What follows belongs to an exercise in optimizing a design on an open flow for small area, a short achievable clock period and few clock cycles per item; a production flow would make more cautious choices. RTL that was checked went through simulation tests only; none was proved equivalent to the original.

==> v36: inputs <==
## rs_group_codec
module rs_group_codec (
    input  wire         clk,
    input  wire         rst_n,         
    input  wire         in_valid,
    output wire         in_ready,
    input  wire         in_op,         
    input  wire [255:0] in_data,
    input  wire [23:0]  in_check,      
    input  wire [31:0]  in_addr,       
    output reg          out_valid,
    input  wire         out_ready,
    output wire [255:0] out_data,
    output wire [23:0]  out_check,
    output wire [1:0]   out_status,
    output wire [5:0]   out_pos
);
    wire [23:0] syn;
    rs_encoder u_syn (
        .data  (in_data),
        .check (in_check),
        .addr  (in_addr),
        .syn   (syn)
    );
    wire [7:0] log0, log1;
    rs_log u_log0 (.v(syn[7:0]),  .l(log0));
    rs_log u_log1 (.v(syn[15:8]), .l(log1));
    assign in_ready = !out_valid || out_ready;
    wire accept = in_valid && in_ready;
    always @(posedge clk) begin
        if (!rst_n) begin
            out_valid <= 1'b0;
        end else if (accept) begin
            out_valid <= 1'b1;
        end else if (out_ready) begin
            out_valid <= 1'b0;
        end
    end
    reg          op_q;
    reg  [255:0] data_q;
    reg  [23:0]  check_q;
    reg  [23:0]  syn_q;
    reg  [7:0]   log0_q, log1_q;
    always @(posedge clk) begin
        if (accept) begin
            op_q    <= in_op;
            data_q  <= in_data;
            check_q <= in_check;
            syn_q   <= syn;
            log0_q  <= log0;
            log1_q  <= log1;
        end
    end
    rs_decoder u_dec (
        .op        (op_q),
        .data      (data_q),
        .check     (check_q),
        .syn       (syn_q),
        .log0      (log0_q),
        .log1      (log1_q),
        .data_out  (out_data),
        .check_out (out_check),
        .status    (out_status),
        .pos       (out_pos)
  ...
Settings: LEC_CHECK=0, CAP_MARGIN=20, CORE_AREA=5 5 265 265, DIE_AREA=0 0 270 270, PLACE_DENSITY=0.6, SLEW_MARGIN=20; clock period 15.0 ns.
run.sh (not shown) runs the stock make flow with config.mk's settings and CLKGATE_MAP_FILE= SYNTH_SCRIPT=/design/flow/synth_recipe.tcl, a recipe that flattens the netlist after the stock synthesis.
==> v26 (differences from v36) <==
==> flow/flow/run.sh (new file) <==
#!/bin/bash
set -euo pipefail
MARGIN=$(cat flow/margin.txt)
bash standard.sh \
  "BUFFER_PORTS_ARGS=-buffer_cell sky130_fd_sc_hd__buf_1" \
  "SETUP_SLACK_MARGIN=$MARGIN" \
  finish > standard.log 2>&1
==> flow/flow/margin.txt (new file) <==
8
==> flow/standard.sh (new file) <==
#!/bin/bash
# synth_recipe.tcl (not shown) runs the flow's synth.tcl, then flattens the netlist and writes it again
# the make line also repeats each setting of config.mk as NAME=value (left out here)
make -C /OpenROAD-flow-scripts/flow DESIGN_CONFIG=/design/flow/config.mk WORK_HOME=/design/flow/orfs CLKGATE_MAP_FILE= SYNTH_SCRIPT=/design/flow/synth_recipe.tcl "${@:-finish}"
removed: flow/run.sh
==> v12 (differences from v36) <==
==> flow/config.mk (replaced) <==
export PLATFORM = sky130hd
export DESIGN_NAME = rs_group_codec
export DESIGN_NICKNAME = rs_group_codec
export VERILOG_FILES = /design/flow/design.v
export SDC_FILE = /design/flow/constraint.sdc
export NUM_CORES = 4
export LEC_CHECK = 0
export ABC_AREA = 1
export CAP_MARGIN = 20
export CORE_AREA = 5 5 225 225
export DIE_AREA = 0 0 230 230
export PLACE_DENSITY = 0.7
export SLEW_MARGIN = 20
==> comparison table <==
metric	v12	v36	v26
R2r startpoint	-	out_valid	out_valid
Area growth from synthesis to final layout	-	24.5%	44.1%
Sequential portion of the cell area	-	0.228	0.197
Initial Util	0.813	0.506	0.506
Dominant class by area	-	multi-input combinational cells	multi-input combinational cells
Adder and majority cell fraction of the synthesized area	0.0144	0.0164	0.0164
Core Area	-	0.0672 sq mm	0.0672 sq mm
Status	did not finish	timing/DRC/antenna clean	timing/DRC/antenna clean
Stage where the flow stopped	global placement (3_3_place_gp)	-	-
Relative area of non-clock buffer cells in the final design	-	0.157	0.155
Final-layout fill cell count	-	5561	4511
Post-route setup slack	-	4.98 ns	7.00 ns
Clock Latency Late Sink	-	0.58 ns	0.59 ns
Worst hold stages	-	2	2
Synthesized netlist cell count	5757	3599	3599
Post-synthesis xor/xnor area fraction	0.249	0.430	0.430
Number of rows in the core area	80	95	95
Number of cells on the critical path	-	15	21
Top sig layer	-	met5	met5
Testbench counts of v36, summed over its fixed seeds: cycles 9,608, items 9,600.
Testbench counts of v26, summed over its fixed seeds: cycles 9,608, items 9,600.
Testbench counts of v12, summed over its fixed seeds: cycles 9,608, items 9,600.

==> juniper: inputs <==
rs_group_codec, a different RTL version from the one above (not shown whole).
Settings: LEC_CHECK=0, CAP_MARGIN=20, CORE_AREA=5 5 235 235, CTS_BUF_LIST=sky130_fd_sc_hd__clkbuf_8, DIE_AREA=0 0 240 240, PLACE_DENSITY=0.8, SLEW_MARGIN=20; clock period 15.0 ns.
standard.sh (not shown) runs the stock make flow with config.mk's settings and CLKGATE_MAP_FILE= SYNTH_SCRIPT=/design/flow/synth_recipe.tcl, a recipe that flattens the netlist after the stock synthesis.
==> flow/flow/run.sh <==
#!/bin/bash
set -euo pipefail
MARGIN=$(cat flow/margin.txt)
bash standard.sh \
  "BUFFER_PORTS_ARGS=-buffer_cell sky130_fd_sc_hd__buf_1" \
  "SETUP_SLACK_MARGIN=$MARGIN" \
  finish > standard.log 2>&1
==> flow/flow/margin.txt <==
7
==> inputs of zinc, as changes to juniper <==
--- a/flow/config.mk
+++ b/flow/config.mk
@@ -9,5 +9,6 @@
 export CORE_AREA = 5 5 235 235
 export CTS_BUF_LIST = sky130_fd_sc_hd__clkbuf_8
 export DIE_AREA = 0 0 240 240
+export GPL_ROUTABILITY_DRIVEN = 0
 export PLACE_DENSITY = 0.8
 export SLEW_MARGIN = 20
==> inputs of nickel, as changes to juniper <==
==> flow/flow/margin.txt (replaced) <==
7.25
--- a/flow/config.mk
+++ b/flow/config.mk
@@ -9,5 +9,5 @@
 export CORE_AREA = 5 5 235 235
 export CTS_BUF_LIST = sky130_fd_sc_hd__clkbuf_8
 export DIE_AREA = 0 0 240 240
-export PLACE_DENSITY = 0.8
+export PLACE_DENSITY = 0.65
 export SLEW_MARGIN = 20
==> comparison table <==
                                                                  zinc         juniper          nickel
Outcome                                                    finished clean  finished clean  finished clean
Worst hold margin                                                  601 ps          591 ps          539 ps
Placed wire-length estimate                                     103000 µm       110000 µm       110000 µm
Wire length of the first global-routing pass                    171000 µm       181000 µm       184000 µm
Detail Route met2 WL                                             53900 µm        58100 µm        59800 µm
GPL Wtd Cong                                                            -            1.06            1.11
Met2 layer usage reported by global route                           61.0%           66.7%           69.8%
Post-Route Utilization                                              65.8%           65.8%           67.8%
#MultiIn Comb                                                        2273            2272            2273
Fillers                                                              4132            4228            4036
Cell area reported after detailed placement                    0.0322 mm²      0.0323 mm²      0.0323 mm²
Max FO, Critical Path                                                  26               4              12
Non-clock buffers, area share                                       9.29%           9.37%           10.3%
Bufs w/o clock                                                        712             717             762
Slew Limit Headroom                                                 15.7%           16.7%           28.2%
Worst path slowest cell                                           xnor3_1           buf_1         xnor3_1
Via Count                                                           25517           24731           24984
Testbench counts of juniper, summed over its fixed seeds: cycles 9,608, items 9,600.
Testbench counts of zinc, summed over its fixed seeds: cycles 9,608, items 9,600.
Testbench counts of nickel, summed over its fixed seeds: cycles 9,608, items 9,600.

==> run a: inputs <==
rs_group_codec, a different RTL version from the one above (not shown whole).
clock: 15.0 ns
lec_check: 0
cap_margin: 20
core_area: 5 5 235 235
cts_buf_list: sky130_fd_sc_hd__clkbuf_8
die_area: 0 0 240 240
place_density: 0.65
slew_margin: 20
==> flow/flow/margin.txt <==
7
Scripts as last shown in full above: flow/flow/run.sh
==> inputs of run b, as changes to run a <==
--- a/flow/design.v
+++ b/flow/design.v
@@ -1025,16 +1025,18 @@
     assign syn[22] = x962;
     assign syn[23] = x994;
 endmodule
 module rs_front (
     input  wire        op,           
     input  wire [23:0] syn,          
+    input  wire [23:0] check,        
     output wire        clean,        
     output wire        single,       
     output wire [7:0]  num,          
-    output wire [3:0]  dinv          
+    output wire [3:0]  dinv,         
+    output wire [23:0] check_hold    
 );
     function automatic [7:0] gf_mul;
         input [7:0] a;
         input [7:0] b;
         integer i;
         reg [7:0] p;
@@ -1133,42 +1135,12 @@
     assign s1c[6] = s1[2] ^ s1[5] ^ s1[6];
     assign s1c[7] = s1[5];
     wire [3:0] nrm = g16_mul(g16_mul(s0c[7:4], s0c[7:4]), 4'd8) ^
                      g16_mul(s0c[7:4], s0c[3:0]) ^ g16_mul(s0c[3:0], s0c[3:0]);
     assign dinv = g16_inv(nrm);
     assign num  = t_mul(s1c, {s0c[7:4], s0c[3:0] ^ s0c[7:4]});
-endmodule
-module rs_decoder (
-    input  wire         clean,        
-    input  wire         single,       
-    input  wire         op,           
-    input  wire [23:0]  syn,          
-    input  wire [7:0]   num,          
-    input  wire [3:0]   dinv,         
-    input  wire [255:0] data,         
-    input  wire [23:0]  check,        
-    output wire [255:0] data_out,
-    output wire [23:0]  check_out,
-    output wire [1:0]   status,
-    output wire [5:0]   pos
-);
-    function automatic [3:0] g16_mul;
-        input [3:0] a;
-        input [3:0] b;
-        reg [6:0] p;
-        integer i;
-        begin
-            p = 7'd0;
-            for (i = 0; i < 4; i = i + 1)
-                if (b[i]) p = p ^ ({3'd0, a} << i);
-            for (i = 6; i >= 4; i = i - 1)
-                if (p[i]) p = p ^ (7'b0010011 << (i - 4));
-            g16_mul = p[3:0];
-        end
-    endfunction
-    wire [7:0] s0 = syn[7:0];
     wire w0 = syn[2] ^ syn[6];
     wire w1 = syn[3] ^ syn[7];
     wire w2 = syn[4] ^ syn[22];
     wire w3 = syn[1] ^ syn[5];
     wire w4 = syn[8] ^ syn[21];
     wire w5 = syn[19] ^ syn[23];
@@ -1296,12 +1268,41 @@
     assign penc[18] = w95 ^ check[18];
     assign penc[19] = w98 ^ check[19];
     assign penc[20] = w100 ^ check[20];
     assign penc[21] = w102 ^ check[21];
     assign penc[22] = w105 ^ check[22];
     assign penc[23] = w107 ^ check[23];
+    assign check_hold = op ? check : penc;
+endmodule
+module rs_decoder (
+    input  wire         clean,        
+    input  wire         single,       
+    input  wire [7:0]   s0,           
+    input  wire [7:0]   num,          
+    input  wire [3:0]   dinv,         
+    input  wire [255:0] data,         
+    input  wire [23:0]  check,        
+    output wire [255:0] data_out,
+    output wire [23:0]  check_out,
+    output wire [1:0]   status,
+    output wire [5:0]   pos
+);
+    function automatic [3:0] g16_mul;
+        input [3:0] a;
+        input [3:0] b;
+        reg [6:0] p;
+        integer i;
+        begin
+            p = 7'd0;
+            for (i = 0; i < 4; i = i + 1)
+                if (b[i]) p = p ^ ({3'd0, a} << i);
+            for (i = 6; i >= 4; i = i - 1)
+                if (p[i]) p = p ^ (7'b0010011 << (i - 4));
+            g16_mul = p[3:0];
+        end
+    endfunction
     wire [7:0]  r = {g16_mul(num[7:4], dinv), g16_mul(num[3:0], dinv)};
     wire [38:0] hit;
     assign hit[0] = (r == 8'h01);
     assign hit[1] = (r == 8'h21);
     assign hit[2] = (r == 8'h47);
     assign hit[3] = (r == 8'h2B);
@@ -1353,14 +1354,13 @@
     assign pos    = single ? kpos : 6'd0;
     genvar n;
     generate
         for (n = 0; n < 35; n = n + 1) begin : g_fix
             wire fix = single & hit[n];
             if (n < 3) begin : g_c
-                assign check_out[8*n +: 8] = op ? check[8*n +: 8] ^ ({8{fix}} & s0)
-                                                : penc[8*n +: 8];
+                assign check_out[8*n +: 8] = check[8*n +: 8] ^ ({8{fix}} & s0);
             end else begin : g_d
                 assign data_out[8*(n-3) +: 8] = data[8*(n-3) +: 8] ^ ({8{fix}} & s0);
             end
         end
     endgenerate
 endmodule
@@ -1387,19 +1387,22 @@
         .addr  (in_addr),
         .syn   (syn)
     );
     wire        clean, single;
     wire [7:0]  num;
     wire [3:0]  dinv;
+    wire [23:0] check_hold;
     rs_front u_front (
         .op         (in_op),
         .syn        (syn),
+        .check      (in_check),
         .clean      (clean),
         .single     (single),
         .num        (num),
-        .dinv       (dinv)
+        .dinv       (dinv),
+        .check_hold (check_hold)
     );
     assign in_ready = !out_valid || out_ready;
     wire accept = in_valid && in_ready;
     always @(posedge clk) begin
         if (!rst_n) begin
             out_valid <= 1'b0;
@@ -1408,34 +1411,30 @@
         end else if (out_ready) begin
             out_valid <= 1'b0;
         end
     end
     reg  [255:0] data_q;
     reg  [23:0]  check_q;
-    reg  [23:0]  syn_q;
-    reg  [7:0]   num_q;
-    reg          op_q;
+    reg  [7:0]   s0_q, num_q;
     reg  [3:0]   dinv_q;
     reg          clean_q, single_q;
     always @(posedge clk) begin
         if (accept) begin
             data_q   <= in_data;
-            op_q     <= in_op;
-            check_q  <= in_check;
-            syn_q    <= syn;
+            check_q  <= check_hold;
+            s0_q     <= syn[7:0];
             num_q    <= num;
             dinv_q   <= dinv;
             clean_q  <= clean;
             single_q <= single;
         end
     end
     rs_decoder u_dec (
         .clean     (clean_q),
         .single    (single_q),
-        .op        (op_q),
-        .syn       (syn_q),
+        .s0        (s0_q),
         .num       (num_q),
         .dinv      (dinv_q),
         .data      (data_q),
         .check     (check_q),
         .data_out  (out_data),
         .check_out (out_check),
==> flow/flow/margin.txt (replaced) <==
8
==> flow/config.mk (replaced) <==
export PLATFORM = sky130hd
export DESIGN_NAME = rs_group_codec
export DESIGN_NICKNAME = rs_group_codec
export VERILOG_FILES = /design/flow/design.v
export SDC_FILE = /design/flow/constraint.sdc
export NUM_CORES = 4
export LEC_CHECK = 0
export CAP_MARGIN = 20
export CORE_AREA = 5 5 265 265
export DIE_AREA = 0 0 270 270
export PLACE_DENSITY = 0.6
export SLEW_MARGIN = 20
==> inputs of run c, as changes to run a <==
--- a/flow/design.v
+++ b/flow/design.v
@@ -1025,16 +1025,18 @@
     assign syn[22] = x962;
     assign syn[23] = x994;
 endmodule
 module rs_front (
     input  wire        op,           
     input  wire [23:0] syn,          
+    input  wire [23:0] check,        
     output wire        clean,        
     output wire        single,       
-    output wire [7:0]  num,          
-    output wire [3:0]  dinv          
+    output wire [7:0]  inv0,         
+    output wire [7:0]  s1c,          
+    output wire [23:0] check_hold    
 );
     function automatic [7:0] gf_mul;
         input [7:0] a;
         input [7:0] b;
         integer i;
         reg [7:0] p;
@@ -1096,29 +1098,18 @@
             d  = g16_mul(g16_mul(a[7:4], a[7:4]), 4'd8) ^ g16_mul(a[7:4], a[3:0]) ^
                  g16_mul(a[3:0], a[3:0]);
             di = g16_inv(d);
             t_inv = {g16_mul(a[7:4], di), g16_mul(a[3:0] ^ a[7:4], di)};
         end
     endfunction
-    function automatic [7:0] t_mul;
-        input [7:0] a;
-        input [7:0] b;
-        reg [3:0] hh;
-        begin
-            hh    = g16_mul(a[7:4], b[7:4]);
-            t_mul = {g16_mul(a[7:4] ^ a[3:0], b[7:4] ^ b[3:0]) ^ g16_mul(a[3:0], b[3:0]),
-                     g16_mul(hh, 4'd8) ^ g16_mul(a[3:0], b[3:0])};
-        end
-    endfunction
     wire [7:0] s0 = syn[7:0];
     wire [7:0] s1 = syn[15:8];
     wire [7:0] s2 = syn[23:16];
     assign clean  = !op || (syn == 24'h000000);
     assign single = op && (|s0) && (|s1) && (gf_mul(s1, s1) == gf_mul(s0, s2));
     wire [7:0] s0c;
-    wire [7:0] s1c;
     assign s0c[0] = s0[0] ^ s0[1] ^ s0[2] ^ s0[3] ^ s0[4] ^ s0[6] ^ s0[7];
     assign s0c[1] = s0[2] ^ s0[3] ^ s0[6] ^ s0[7];
     assign s0c[2] = s0[2] ^ s0[4] ^ s0[6];
     assign s0c[3] = s0[3] ^ s0[4] ^ s0[5] ^ s0[6];
     assign s0c[4] = s0[4] ^ s0[7];
     assign s0c[5] = s0[1] ^ s0[3] ^ s0[4];
@@ -1129,46 +1120,13 @@
     assign s1c[2] = s1[2] ^ s1[4] ^ s1[6];
     assign s1c[3] = s1[3] ^ s1[4] ^ s1[5] ^ s1[6];
     assign s1c[4] = s1[4] ^ s1[7];
     assign s1c[5] = s1[1] ^ s1[3] ^ s1[4];
     assign s1c[6] = s1[2] ^ s1[5] ^ s1[6];
     assign s1c[7] = s1[5];
-    wire [3:0] nrm = g16_mul(g16_mul(s0c[7:4], s0c[7:4]), 4'd8) ^
-                     g16_mul(s0c[7:4], s0c[3:0]) ^ g16_mul(s0c[3:0], s0c[3:0]);
-    assign dinv = g16_inv(nrm);
-    assign num  = t_mul(s1c, {s0c[7:4], s0c[3:0] ^ s0c[7:4]});
-endmodule
-module rs_decoder (
-    input  wire         clean,        
-    input  wire         single,       
-    input  wire         op,           
-    input  wire [23:0]  syn,          
-    input  wire [7:0]   num,          
-    input  wire [3:0]   dinv,         
-    input  wire [255:0] data,         
-    input  wire [23:0]  check,        
-    output wire [255:0] data_out,
-    output wire [23:0]  check_out,
-    output wire [1:0]   status,
-    output wire [5:0]   pos
-);
-    function automatic [3:0] g16_mul;
-        input [3:0] a;
-        input [3:0] b;
-        reg [6:0] p;
-        integer i;
-        begin
-            p = 7'd0;
-            for (i = 0; i < 4; i = i + 1)
-                if (b[i]) p = p ^ ({3'd0, a} << i);
-            for (i = 6; i >= 4; i = i - 1)
-                if (p[i]) p = p ^ (7'b0010011 << (i - 4));
-            g16_mul = p[3:0];
-        end
-    endfunction
-    wire [7:0] s0 = syn[7:0];
+    assign inv0 = t_inv(s0c);
     wire w0 = syn[2] ^ syn[6];
     wire w1 = syn[3] ^ syn[7];
     wire w2 = syn[4] ^ syn[22];
     wire w3 = syn[1] ^ syn[5];
     wire w4 = syn[8] ^ syn[21];
     wire w5 = syn[19] ^ syn[23];
@@ -1296,13 +1254,52 @@
     assign penc[18] = w95 ^ check[18];
     assign penc[19] = w98 ^ check[19];
     assign penc[20] = w100 ^ check[20];
     assign penc[21] = w102 ^ check[21];
     assign penc[22] = w105 ^ check[22];
     assign penc[23] = w107 ^ check[23];
-    wire [7:0]  r = {g16_mul(num[7:4], dinv), g16_mul(num[3:0], dinv)};
+    assign check_hold = op ? check : penc;
+endmodule
+module rs_decoder (
+    input  wire         clean,        
+    input  wire         single,       
+    input  wire [7:0]   s0,           
+    input  wire [7:0]   inv0,         
+    input  wire [7:0]   s1c,          
+    input  wire [255:0] data,         
+    input  wire [23:0]  check,        
+    output wire [255:0] data_out,
+    output wire [23:0]  check_out,
+    output wire [1:0]   status,
+    output wire [5:0]   pos
+);
+    function automatic [3:0] g16_mul;
+        input [3:0] a;
+        input [3:0] b;
+        reg [6:0] p;
+        integer i;
+        begin
+            p = 7'd0;
+            for (i = 0; i < 4; i = i + 1)
+                if (b[i]) p = p ^ ({3'd0, a} << i);
+            for (i = 6; i >= 4; i = i - 1)
+                if (p[i]) p = p ^ (7'b0010011 << (i - 4));
+            g16_mul = p[3:0];
+        end
+    endfunction
+    function automatic [7:0] t_mul;
+        input [7:0] a;
+        input [7:0] b;
+        reg [3:0] hh;
+        begin
+            hh    = g16_mul(a[7:4], b[7:4]);
+            t_mul = {g16_mul(a[7:4] ^ a[3:0], b[7:4] ^ b[3:0]) ^ g16_mul(a[3:0], b[3:0]),
+                     g16_mul(hh, 4'd8) ^ g16_mul(a[3:0], b[3:0])};
+        end
+    endfunction
+    wire [7:0]  r = t_mul(s1c, inv0);
     wire [38:0] hit;
     assign hit[0] = (r == 8'h01);
     assign hit[1] = (r == 8'h21);
     assign hit[2] = (r == 8'h47);
     assign hit[3] = (r == 8'h2B);
     assign hit[4] = (r == 8'h3D);
@@ -1353,14 +1350,13 @@
     assign pos    = single ? kpos : 6'd0;
     genvar n;
     generate
         for (n = 0; n < 35; n = n + 1) begin : g_fix
             wire fix = single & hit[n];
             if (n < 3) begin : g_c
-                assign check_out[8*n +: 8] = op ? check[8*n +: 8] ^ ({8{fix}} & s0)
-                                                : penc[8*n +: 8];
+                assign check_out[8*n +: 8] = check[8*n +: 8] ^ ({8{fix}} & s0);
             end else begin : g_d
                 assign data_out[8*(n-3) +: 8] = data[8*(n-3) +: 8] ^ ({8{fix}} & s0);
             end
         end
     endgenerate
 endmodule
@@ -1385,21 +1381,23 @@
         .data  (in_data),
         .check (in_check),
         .addr  (in_addr),
         .syn   (syn)
     );
     wire        clean, single;
-    wire [7:0]  num;
-    wire [3:0]  dinv;
+    wire [7:0]  inv0, s1c;
+    wire [23:0] check_hold;
     rs_front u_front (
         .op         (in_op),
         .syn        (syn),
+        .check      (in_check),
         .clean      (clean),
         .single     (single),
-        .num        (num),
-        .dinv       (dinv)
+        .inv0       (inv0),
+        .s1c        (s1c),
+        .check_hold (check_hold)
     );
     assign in_ready = !out_valid || out_ready;
     wire accept = in_valid && in_ready;
     always @(posedge clk) begin
         if (!rst_n) begin
             out_valid <= 1'b0;
@@ -1408,36 +1406,31 @@
         end else if (out_ready) begin
             out_valid <= 1'b0;
         end
     end
     reg  [255:0] data_q;
     reg  [23:0]  check_q;
-    reg  [23:0]  syn_q;
-    reg  [7:0]   num_q;
-    reg          op_q;
-    reg  [3:0]   dinv_q;
+    reg  [7:0]   s0_q, inv0_q, s1c_q;
     reg          clean_q, single_q;
     always @(posedge clk) begin
         if (accept) begin
             data_q   <= in_data;
-            op_q     <= in_op;
-            check_q  <= in_check;
-            syn_q    <= syn;
-            num_q    <= num;
-            dinv_q   <= dinv;
+            check_q  <= check_hold;
+            s0_q     <= syn[7:0];
+            inv0_q   <= inv0;
+            s1c_q    <= s1c;
             clean_q  <= clean;
             single_q <= single;
         end
     end
     rs_decoder u_dec (
         .clean     (clean_q),
         .single    (single_q),
-        .op        (op_q),
-        .syn       (syn_q),
-        .num       (num_q),
-        .dinv      (dinv_q),
+        .s0        (s0_q),
+        .inv0      (inv0_q),
+        .s1c       (s1c_q),
         .data      (data_q),
         .check     (check_q),
         .data_out  (out_data),
         .check_out (out_check),
         .status    (out_status),
         .pos       (out_pos)
==> flow/config.mk (replaced) <==
export PLATFORM = sky130hd
export DESIGN_NAME = rs_group_codec
export DESIGN_NICKNAME = rs_group_codec
export VERILOG_FILES = /design/flow/design.v
export SDC_FILE = /design/flow/constraint.sdc
export NUM_CORES = 4
export LEC_CHECK = 0
export CAP_MARGIN = 20
export CORE_AREA = 5 5 235 235
export DIE_AREA = 0 0 240 240
export PLACE_DENSITY = 0.65
export SLEW_MARGIN = 20
==> comparison table <==
quantity	run a	run c	run b
Run status	finished clean	finished clean	finished clean
Total routed wire length on the met1 layer	49,100 um	48,600 um	59,600 um
Top cell by count, worst path	xnor3_1	xnor2_1	xnor3_2
Met3 usage	0.169	0.131	0.102
Sequential element share of the synthesized area	0.315	0.320	0.298
Worst Tran Pin Value	1.33 ns	1.27 ns	1.24 ns
Final critical delay including setup and external delays	8.05 ns	8.01 ns	7.12 ns
Signal buffers share of area	0.0779	0.0937	0.134
Final routed wirelength across all metal layers	143,000 um	133,000 um	160,000 um
Clock latency on the worst-skew pair	0.72 ns	0.59 ns	0.57 ns
Global-route wire length before repair	191,000 um	179,000 um	211,000 um
Worst Setup Slack post-DPL	5.59 ns	5.31 ns	6.12 ns
Netlist Area Pre-Place	30,400 um^2	28,800 um^2	30,500 um^2
Count of unique library cells instantiated by Yosys	68	69	71
Number of enable-type register cells in the synthesized netlist	319	306	302
Testbench counts of run c, summed over its fixed seeds: cycles 9,608, items 9,600.
Function not checked in run a and run b: the RTL went through the layout flow alone.

## separate check: timing with driven ports
In the flow no input, the clock included, has a driving cell. The finished layouts below were timed again as built, in two steps.
Step 1 (the two cells are an assumption about what drives the block):
set clk [get_ports {clk}]
set_driving_cell -lib_cell sky130_fd_sc_hd__clkbuf_16 $clk
set_driving_cell -lib_cell sky130_fd_sc_hd__buf_2 [delete_from_list [all_inputs] $clk]
Step 2, shift: input delay + t, output delay - t, t = (earliest + latest rising clock arrival at the registers) / 2. This alone moves slack from input paths to output paths.
a / b / c = no drivers / after step 1 / after step 2; a / b = the first two.
| run | t, ns | setup WS [ns] | hold slack, ns |
|---|---|---|---|
| v36 | 0.629 | 4.985 / 4.922 / 5.229 | 0.547 / 0.547 / 0.547 |
| v26 | 0.621 | 7.001 / 6.950 / 6.729 | 0.562 / 0.562 / 0.562 |
| juniper | 0.722 | 7.040 / 6.996 / 6.346 | 0.591 / 0.591 / 0.591 |
| zinc | 0.731 | 6.921 / 6.934 / 6.221 | 0.601 / 0.601 / 0.601 |
| nickel | 0.710 | 7.180 / 7.209 / 6.499 | 0.539 / 0.539 / 0.539 |
| run a | 0.742 | 6.945 / 6.971 / 6.229 | 0.546 / 0.546 / 0.546 |
| run b | 0.623 | 7.879 / 7.871 / 7.249 | 0.572 / 0.572 / 0.572 |
| run c | 0.633 | 6.992 / 6.974 / 6.391 | 0.559 / 0.559 / 0.559 |
After both steps setup and hold are still met in every run listed. For run a, which loses most, drivers alone change the setup slack by +0.026 ns; drivers and shift together by -0.716 ns.
